Context: an optimization exercise on an open-source flow, tuned for small area and a short achievable clock period. The choices shown serve that exercise and are no tape-out recipe. At most, simulation tests tie the RTL to the original design; equivalence was not proved.

==> run a: inputs <==
## crc_unit
module crc_unit (
    input  wire        clk,
    input  wire        rst,           
    input  wire [2:0]  op,            
    input  wire [1:0]  size,          
    input  wire [63:0] wdata,
    input  wire [1:0]  cfg_width,     
    input  wire [31:0] cfg_poly,
    input  wire [31:0] cfg_init,
    input  wire [1:0]  cfg_reflect,   
    input  wire [31:0] cfg_xorout,
    output wire [31:0] running,
    output wire [31:0] result,
    output wire [1:0]  cmp_status,    
    output wire [63:0] bytes_fed
);
    localparam OP_RESET   = 3'd1;
    localparam OP_COMPARE = 3'd2;
    localparam OP_WRITE   = 3'd3;
    localparam OP_FEED    = 3'd4;
    reg        w8_q, w16_q;           
    reg [31:0] poly_q;                
    reg [31:0] xorout_q;              
    reg        refin_q, refout_q;
    reg [31:0] crc_q;                 
    reg [1:0]  status_q;
    reg [63:0] count_q;
    wire        do_reset = rst | (op == OP_RESET);
    wire        do_cmp   = ~rst & (op == OP_COMPARE);
    wire        do_write = ~rst & (op == OP_WRITE);
    wire        do_feed  = ~rst & (op == OP_FEED);
    wire [1:0]  c_width  = rst ? 2'd2 : cfg_width;
    wire [31:0] c_poly   = rst ? 32'h1EDC_6F41 : cfg_poly;
    wire [31:0] c_init   = cfg_init | {32{rst}};
    wire [31:0] c_xorout = cfg_xorout | {32{rst}};
    wire [1:0]  c_refl   = cfg_reflect | {2{rst}};
    wire        cw8  = c_width == 2'd0;
    wire        cw16 = c_width == 2'd1;
    wire [7:0] byte_en = {{4{size == 2'd3}}, {2{size[1]}}, size != 2'd0, 1'b1};
    wire [7:0] sel_r   = byte_en & {8{refin_q}};
    wire [7:0] sel_n   = byte_en & {8{~refin_q}};
    wire [63:0] dn;
    crc_data u_data (.wdata(wdata), .sel_r(sel_r), .sel_n(sel_n), .dn(dn));
    wire [30:0] st [0:64];            
  ...
clock: 80.0 ns
lec_check: 0
cap_margin: 20
core_margin: 2
core_utilization: 40
slew_margin: 20
synth_hierarchical: 1
standard.sh (not shown) runs the stock make flow with config.mk's settings and CLKGATE_MAP_FILE= SYNTH_SCRIPT=/design/flow/synth_recipe.tcl, a recipe that flattens the netlist after the stock synthesis.
==> flow/flow/run.sh <==
#!/bin/bash
set -euo pipefail
MARGIN=$(cat "$(dirname "$0")/margin.txt")
bash standard.sh SETUP_SLACK_MARGIN="$MARGIN" finish > make_finish.log 2>&1
==> flow/flow/margin.txt <==
40
==> inputs of run b, as changes to run a <==
--- a/flow/design.v
+++ b/flow/design.v
@@ -119,23 +119,24 @@
                      .size(size), .do_reset(do_reset), .do_write(do_write), .do_feed(do_feed),
                      .init(c_init), .wval(wdata[31:0]), .cw8(cw8), .cw16(cw16),
                      .w8(w8_q), .w16(w16_q), .crc_d(crc_d));
     crc_align u_palign (.v(c_poly), .a8(cw8), .a16(cw16), .y(poly_d));
     wire [3:0] inc = {do_feed & (size == 2'd3), do_feed & (size == 2'd2),
                       do_feed & (size == 2'd1), do_feed & (size == 2'd0)};
     wire [64:0] carry;
+    wire        keep_count = ~do_reset;
     wire [63:0] count_d;
     assign carry[0] = 1'b0;
     generate
         for (g = 0; g < 64; g = g + 1) begin : cnt
             if (g < 4) begin : low
-                crc_cnt_fa u_bit (.q(count_q[g]), .a(inc[g]), .ci(carry[g]), .clr(do_reset),
+                crc_cnt_fa u_bit (.q(count_q[g]), .a(inc[g]), .ci(carry[g]), .clr_n(keep_count),
                                   .d(count_d[g]), .co(carry[g + 1]));
             end else begin : high
-                crc_cnt_ha u_bit (.q(count_q[g]), .ci(carry[g]), .clr(do_reset),
+                crc_cnt_ha u_bit (.q(count_q[g]), .ci(carry[g]), .clr_n(keep_count),
                                   .d(count_d[g]), .co(carry[g + 1]));
             end
         end
     endgenerate
     always @(posedge clk) begin
         crc_q   <= crc_d;
         count_q <= count_d;
@@ -164,25 +165,25 @@
     integer i, j;
     always @(*)
         for (i = 0; i < 8; i = i + 1)
             for (j = 0; j < 8; j = j + 1)
                 dn[8*i + j] = ~((sel_r[i] & wdata[8*i + j]) | (sel_n[i] & wdata[8*i + 7 - j]));
 endmodule
 module crc_cnt_fa (
-    input  wire q, a, ci, clr,
+    input  wire q, a, ci, clr_n,
     output wire d, co
 );
-    assign d  = ~clr & (q ^ a ^ ci);
+    assign d  = clr_n & (q ^ a ^ ci);
     assign co = (q & a) | (q & ci) | (a & ci);
 endmodule
 module crc_cnt_ha (
-    input  wire q, ci, clr,
+    input  wire q, ci, clr_n,
     output wire d, co
 );
-    assign d  = ~clr & (q ^ ci);
+    assign d  = clr_n & (q ^ ci);
     assign co = q & ci;
 endmodule
 module crc_align (
     input  wire [31:0] v,
     input  wire        a8, a16,
     output wire [31:0] y
 );
@@ -196,49 +197,89 @@
     input  wire        w8, w16, refout,
     input  wire [31:0] xorout,
     input  wire [31:0] exp_val,
     output wire [31:0] running,
     output wire [31:0] result,
     output wire        eq
 );
+    crc_out_run u_run (.crc(crc), .w8(w8), .w16(w16), .running(running));
+    crc_out_res u_res (.crc(crc), .running(running), .refout(refout), .xorout(xorout), .result(result));
+    crc_out_cmp u_cmp (.result(result), .exp_val(exp_val), .w8(w8), .w16(w16), .eq(eq));
+endmodule
+module crc_out_run (
+    input  wire [31:0] crc,
+    input  wire        w8, w16,
+    output wire [31:0] running
+);
     wire w32 = ~w8 & ~w16;
     assign running = {crc[31:16] & {16{w32}},
                       crc[15:8] | (crc[31:24] & {8{w16}}),
                       crc[7:0] | (crc[31:24] & {8{w8}}) | (crc[23:16] & {8{w16}})};
-    reg [31:0] rev;
+endmodule
+module crc_out_res (
+    input  wire [31:0] crc, running, xorout,
+    input  wire        refout,
+    output reg  [31:0] result
+);
     integer i;
     always @(*)
         for (i = 0; i < 32; i = i + 1)
-            rev[i] = crc[31 - i];
-    assign result = (refout ? rev : running) ^ xorout;
-    wire [31:0] mask = {{16{w32}}, {8{~w8}}, 8'hFF};
+            result[i] = ((refout & crc[31 - i]) | (~refout & running[i])) ^ xorout[i];
+endmodule
+module crc_out_cmp (
+    input  wire [31:0] result, exp_val,
+    input  wire        w8, w16,
+    output wire        eq
+);
+    wire [31:0] mask = {{16{~w8 & ~w16}}, {8{~w8}}, 8'hFF};
     assign eq = ~|((result ^ exp_val) & mask);
 endmodule
 module crc_next (
     input  wire [31:0] crc, tap1, tap2, tap4, tap8,
     input  wire [1:0]  size,
     input  wire        do_reset, do_write, do_feed,
     input  wire [31:0] init, wval,
     input  wire        cw8, cw16, w8, w16,
-    output reg  [31:0] crc_d
-);
-    wire [31:0] ld = do_reset ? init : wval;
-    wire        a8  = do_reset ? cw8 : w8;
-    wire        a16 = do_reset ? cw16 : w16;
-    wire        a32 = ~a8 & ~a16;
-    wire [31:0] ld_al = {(ld[31:24] & {8{a32}}) | (ld[15:8] & {8{a16}}) | (ld[7:0] & {8{a8}}),
-                         (ld[23:16] & {8{a32}}) | (ld[7:0] & {8{a16}}),
-                         ld[15:0] & {16{a32}}};
-    always @(*) begin
-        if (do_reset | do_write)
-            crc_d = ld_al;
-        else if (do_feed)
-            case (size)
-                2'd0:    crc_d = tap1;
-                2'd1:    crc_d = tap2;
-                2'd2:    crc_d = tap4;
-                default: crc_d = tap8;
-            endcase
-        else
-            crc_d = crc;
-    end
-endmodule
+    output wire [31:0] crc_d
+);
+    wire [31:0] ld;
+    wire        h, f1, f2, f4, f8, l8, l16, l32;
+    crc_next_sel u_sel (.size(size), .do_reset(do_reset), .do_write(do_write), .do_feed(do_feed),
+                        .init(init), .wval(wval), .cw8(cw8), .cw16(cw16), .w8(w8), .w16(w16),
+                        .ld(ld), .h(h), .f1(f1), .f2(f2), .f4(f4), .f8(f8),
+                        .l8(l8), .l16(l16), .l32(l32));
+    crc_next_mux u_mux (.crc(crc), .tap1(tap1), .tap2(tap2), .tap4(tap4), .tap8(tap8), .ld(ld),
+                        .h(h), .f1(f1), .f2(f2), .f4(f4), .f8(f8), .l8(l8), .l16(l16), .l32(l32),
+                        .crc_d(crc_d));
+endmodule
+module crc_next_sel (
+    input  wire [1:0]  size,
+    input  wire        do_reset, do_write, do_feed,
+    input  wire [31:0] init, wval,
+    input  wire        cw8, cw16, w8, w16,
+    output wire [31:0] ld,
+    output wire        h, f1, f2, f4, f8, l8, l16, l32
+);
+    wire load = do_reset | do_write;
+    wire a8   = do_reset ? cw8 : w8;
+    wire a16  = do_reset ? cw16 : w16;
+    assign ld  = do_reset ? init : wval;
+    assign l8  = load & a8;
+    assign l16 = load & a16;
+    assign l32 = load & ~a8 & ~a16;
+    assign h   = ~load & ~do_feed;
+    assign f1  = ~load & do_feed & (size == 2'd0);
+    assign f2  = ~load & do_feed & (size == 2'd1);
+    assign f4  = ~load & do_feed & (size == 2'd2);
+    assign f8  = ~load & do_feed & (size == 2'd3);
+endmodule
+module crc_next_mux (
+    input  wire [31:0] crc, tap1, tap2, tap4, tap8, ld,
+    input  wire        h, f1, f2, f4, f8, l8, l16, l32,
+    output wire [31:0] crc_d
+);
+    assign crc_d = ({32{h}} & crc) | ({32{f1}} & tap1) | ({32{f2}} & tap2)
+                 | ({32{f4}} & tap4) | ({32{f8}} & tap8)
+                 | {({8{l32}} & ld[31:24]) | ({8{l16}} & ld[15:8]) | ({8{l8}} & ld[7:0]),
+                    ({8{l32}} & ld[23:16]) | ({8{l16}} & ld[7:0]),
+                    {16{l32}} & ld[15:0]};
+endmodule
==> flow/flow/run.sh (replaced) <==
#!/bin/bash
set -euo pipefail
MARGIN=$(cat "$(dirname "$0")/margin.txt")
bash standard.sh SETUP_SLACK_MARGIN="$MARGIN" SETUP_MOVE_SEQUENCE=sizeup,swap SKIP_GATE_CLONING=1 \
    finish > make_finish.log 2>&1
==> run summary <==
In run a the routed wire length is higher than in run b, by 4.8%.
Between run b and run a, the lower critical path depth is in run b (gap 3).
Run b went through all stages and came out clean. Run a finished with timing, DRC and antenna clean.
Of run a and run b, run a has the higher via count (gap 7.3%, measured against run b).
Between run b and run a, the lower synthesized cell count is in run b (gap about 1.9%, measured against run a).
Of run a and run b, run a has the higher final cell count (gap about 5.4%, measured against run b).
In run b the non-clock buffer count is lower than in run a, by 247.
In run b the sequential share of layout area is higher than in run a, by 0.73 points.
==> figures <==
| item | run b | run a |
|---|---|---|
| Clock buf/inv share | 0.0137 | 0.0120 |
| Slew of the pin with the lowest slew margin | 1030 ps | 1110 ps |
| Clock slew at reported path FFs | 80 ps | 70 ps |
| Status | no timing/DRC/antenna violations | no timing/DRC/antenna violations |
| Synthesized netlist cell count | 5,290 | 5,390 |
| Number of non-clock buffers | 435 | 682 |
| Post-detailed-placement half-perimeter wirelength | 103,000 µm | 104,000 µm |
| Final design instance area without fill | 44,800 µm² | 48,800 µm² |
| Worst setup skew after layout | 17.2 ps | 13.1 ps |
| Largest net degree at the start of global routing | 75 | 102 |
| Fillers | 9,476 | 9,376 |
| Share of layout cells above drive strength 1 | 0.0864 | 0.148 |
| Highest-delay cell along the critical path | sky130_fd_sc_hd__xnor2_2 | sky130_fd_sc_hd__mux4_2 |
| Fraction of synthesized cell area taken by the top area cell type | 0.494 | 0.477 |
| Post-synthesis simple-gate area fraction | 0.243 | 0.255 |
| Row Count | 113 | 115 |
| PnR worst setup slack | 37,720 ps | 38,860 ps |
| Portion of the post-synthesis area used by sequential elements | 0.104 | 0.100 |
| N_taps | 1,265 | 1,287 |
Only the layout flow was run in run a; the RTL was not checked for function there.

## port drivers added, routing unchanged
Ports are ideal in the flow. The routed layouts listed here were re-timed in OpenROAD.
Step 1: set_driving_cell puts a clkbuf_16 on clk and a buf_2 on each other input, an assumption about the parent block.
Step 2, shift: input delay + t, output delay - t, t = (earliest + latest rising clock arrival at the registers) / 2. This alone moves slack from input paths to output paths.
a / b / c = ideal / step 1 / step 2; a / b = the first two.
run | t, ns | setup WS [ns] | slew at the worst register clock pin (ns) | worst slew at a driven data input, ns | pins driven straight from the clock port
run a | 0.502 | 38.857 / 38.868 / 38.367 | 0.08 / 0.08 | 0.10 | 1
run b | 0.522 | 37.717 / 37.716 / 37.194 | 0.09 / 0.09 | 0.12 | 1
After both steps every run listed still meets setup and hold. For run b, which loses most, drivers alone change the setup slack by -0.001 ns; drivers and shift together by -0.523 ns.
